This is an optimization exercise on Yosys and OpenROAD, whose aim is small area, a short achievable clock period and few clock cycles per item, not a production implementation.
Function was checked by simulation only, so behaviour that the tests miss may differ from the original.
Power is estimated from default activity; no workload was simulated.

==> inputs of 04-24 <==
==> flow/design.v (excerpt) <==
module ty_shade_eval (
    input  wire        clk,
    input  wire        rst,         
    input  wire        start,       
    output wire        ready,
    input  wire        shape,       
    input  wire [20:0] px,          
    input  wire [20:0] py,
    input  wire [39:0] cx,          
    input  wire [39:0] cy,
    input  wire [24:0] hw,          
    input  wire [24:0] hh,          
    input  wire [24:0] radius,      
    input  wire [19:0] ramp,        
    input  wire [15:0] depth,       
    output reg         done,
    output reg  [16:0] factor       
);
export LEC_CHECK = 0
export CAP_MARGIN = 20
export CORE_MARGIN = 2
export CORE_UTILIZATION = 40
export SLEW_MARGIN = 20
create_clock -name core_clock -period 17.0 [get_ports {clk}]
run.sh (not shown) runs the stock make flow with config.mk's settings and CLKGATE_MAP_FILE= SYNTH_SCRIPT=/design/flow/synth_recipe.tcl, a recipe that flattens the netlist after the stock synthesis.
==> 01-14 (differences from 04-24) <==
--- a/flow/design.v
+++ b/flow/design.v
@@ -174,13 +174,16 @@
     wire mk2   = (r_s == {SW{1'b0}}) && (r_rad[NM-1 -: 2*KM] == 0) && (cnt >= 5'd2);
     wire s_small = (r_s[SW-1:33] == 0) &&
                    (!r_s[32] || ((r_s[31:18] == 0) && (!r_s[17] || (r_s[16:0] == 0))));
     wire s_small_sh = (r_s[SW-1:49] == 0) &&
                    (!r_s[48] || ((r_s[47:34] == 0) && (!r_s[33] || (r_s[32:16] == 0))));
-    reg  sq_fst, sq_sh;                
-    wire e_in   = r_ell && sq_fst && (sq_sh ? s_small_sh : s_small);
+    wire s_small_sh2 = (r_s[SW-1:57] == 0) &&
+                   (!r_s[56] || ((r_s[55:42] == 0) && (!r_s[41] || (r_s[40:24] == 0))));
+    reg  sq_fst, sq_sh, sq_sh2;        
+    wire e_in   = r_ell && sq_fst && (sq_sh2 ? s_small_sh2 : sq_sh ? s_small_sh : s_small);
     wire sq_shift = (r_s[SW-1:39] == 0);
+    wire sq_shift2 = (r_s[SW-1:31] == 0);
     wire [26:0] rd = {1'b0, r_qx[25:0]} - {2'b00, r_rad[24:0]};
     wire        d_le0 = r_ell ? (r_s[SW-1:16] == 0)
                               : (r_rx[26] || (r_rx[26:0] == 27'd0));
     wire [19:0] d_lo  = r_ell ? r_s[35:16] : r_rx[19:0];
     wire        d_hi  = r_ell ? (r_s[SW-1:36] != 0) : (r_rx[25:20] != 0);
@@ -272,15 +275,16 @@
                 cnt   <= cnt - 5'd1;
             end
         end
         sq_fst <= st_sqf;
         if (st_sqf) begin
-            r_s   <= sq_shift ? (acc << 16) : acc;
+            r_s   <= sq_shift2 ? (acc << 24) : sq_shift ? (acc << 16) : acc;
             sq_sh <= sq_shift;
+            sq_sh2 <= sq_shift2;
             r_rx  <= {RW{1'b0}};
             r_qx  <= {NR{1'b0}};
-            cnt   <= sq_shift ? NR / K - 5 : NR / K - 1;
+            cnt   <= sq_shift2 ? NR / K - 7 : sq_shift ? NR / K - 5 : NR / K - 1;
         end
         if (st_sqrt) begin
             if (sk2) begin
                 r_s   <= sk_s;
                 cnt   <= cnt - (sk4 ? 5'd4 : 5'd2);
==> summary.txt <==
metric	01-14	04-24
Worst Reg-to-Reg Cells	23	22
Cell type of the slowest stage on the worst timing path	buf_4	dfxtp_1
Number of flops mapped to enable cells by yosys	175	174
Die Footprint	0.143 mm²	0.141 mm²
Combinational group share of total power	68.5%	68.4%
Mux contribution to synthesized area	3.45%	4.52%
Register share of the cell area	15.3%	15.3%
Fraction of layout cells with a size suffix above 1	5.54%	5.72%
Multi-input gate count	6,383	6,225
Shortest period the worst path allows	8.14 ns	9.32 ns
Combined area of the multi-input logic cells	0.0431 mm²	0.0427 mm²
Overall die width	378 µm	376 µm
Final cell count without fillers	9,677	9,440
Status	timing/DRC/antenna clean	timing/DRC/antenna clean
Yosys top cell area share	12.4%	12.6%
Worst path max stage delay	0.49 ns	1.01 ns
Non-clk bufs	413	429
Vias in the first global route	59.7k	58.1k
Testbench counts of 04-24, summed over its fixed seeds: cycles 21,455, items 1,200.
Testbench counts of 01-14, summed over its fixed seeds: cycles 21,144, items 1,200.

port drivers added, routing unchanged:
In the flow no input, the clock included, has a driving cell. The finished layouts below were timed again as built, in two steps.
Step 1 assumes that a clkbuf_16 drives the clock port and a buf_2 every other input.
Step 2 also shifts input and output timing later by t, the mid clock arrival at the registers, as if the neighbouring blocks saw the same clock.
Slacks: ideal ports / drivers / drivers and shift; pairs: ideal ports / drivers.
run	t, ns	slack for setup (ns)	worst setup path after step 2
04-24	0.779	7.676 / 7.676 / 7.676	register to register
01-14	0.757	8.862 / 8.821 / 8.836	input to register
After both steps setup and hold are still met in every run listed. The setup slack of 01-14, which loses most, moves by -0.041 ns with the drivers and by -0.026 ns with both steps.
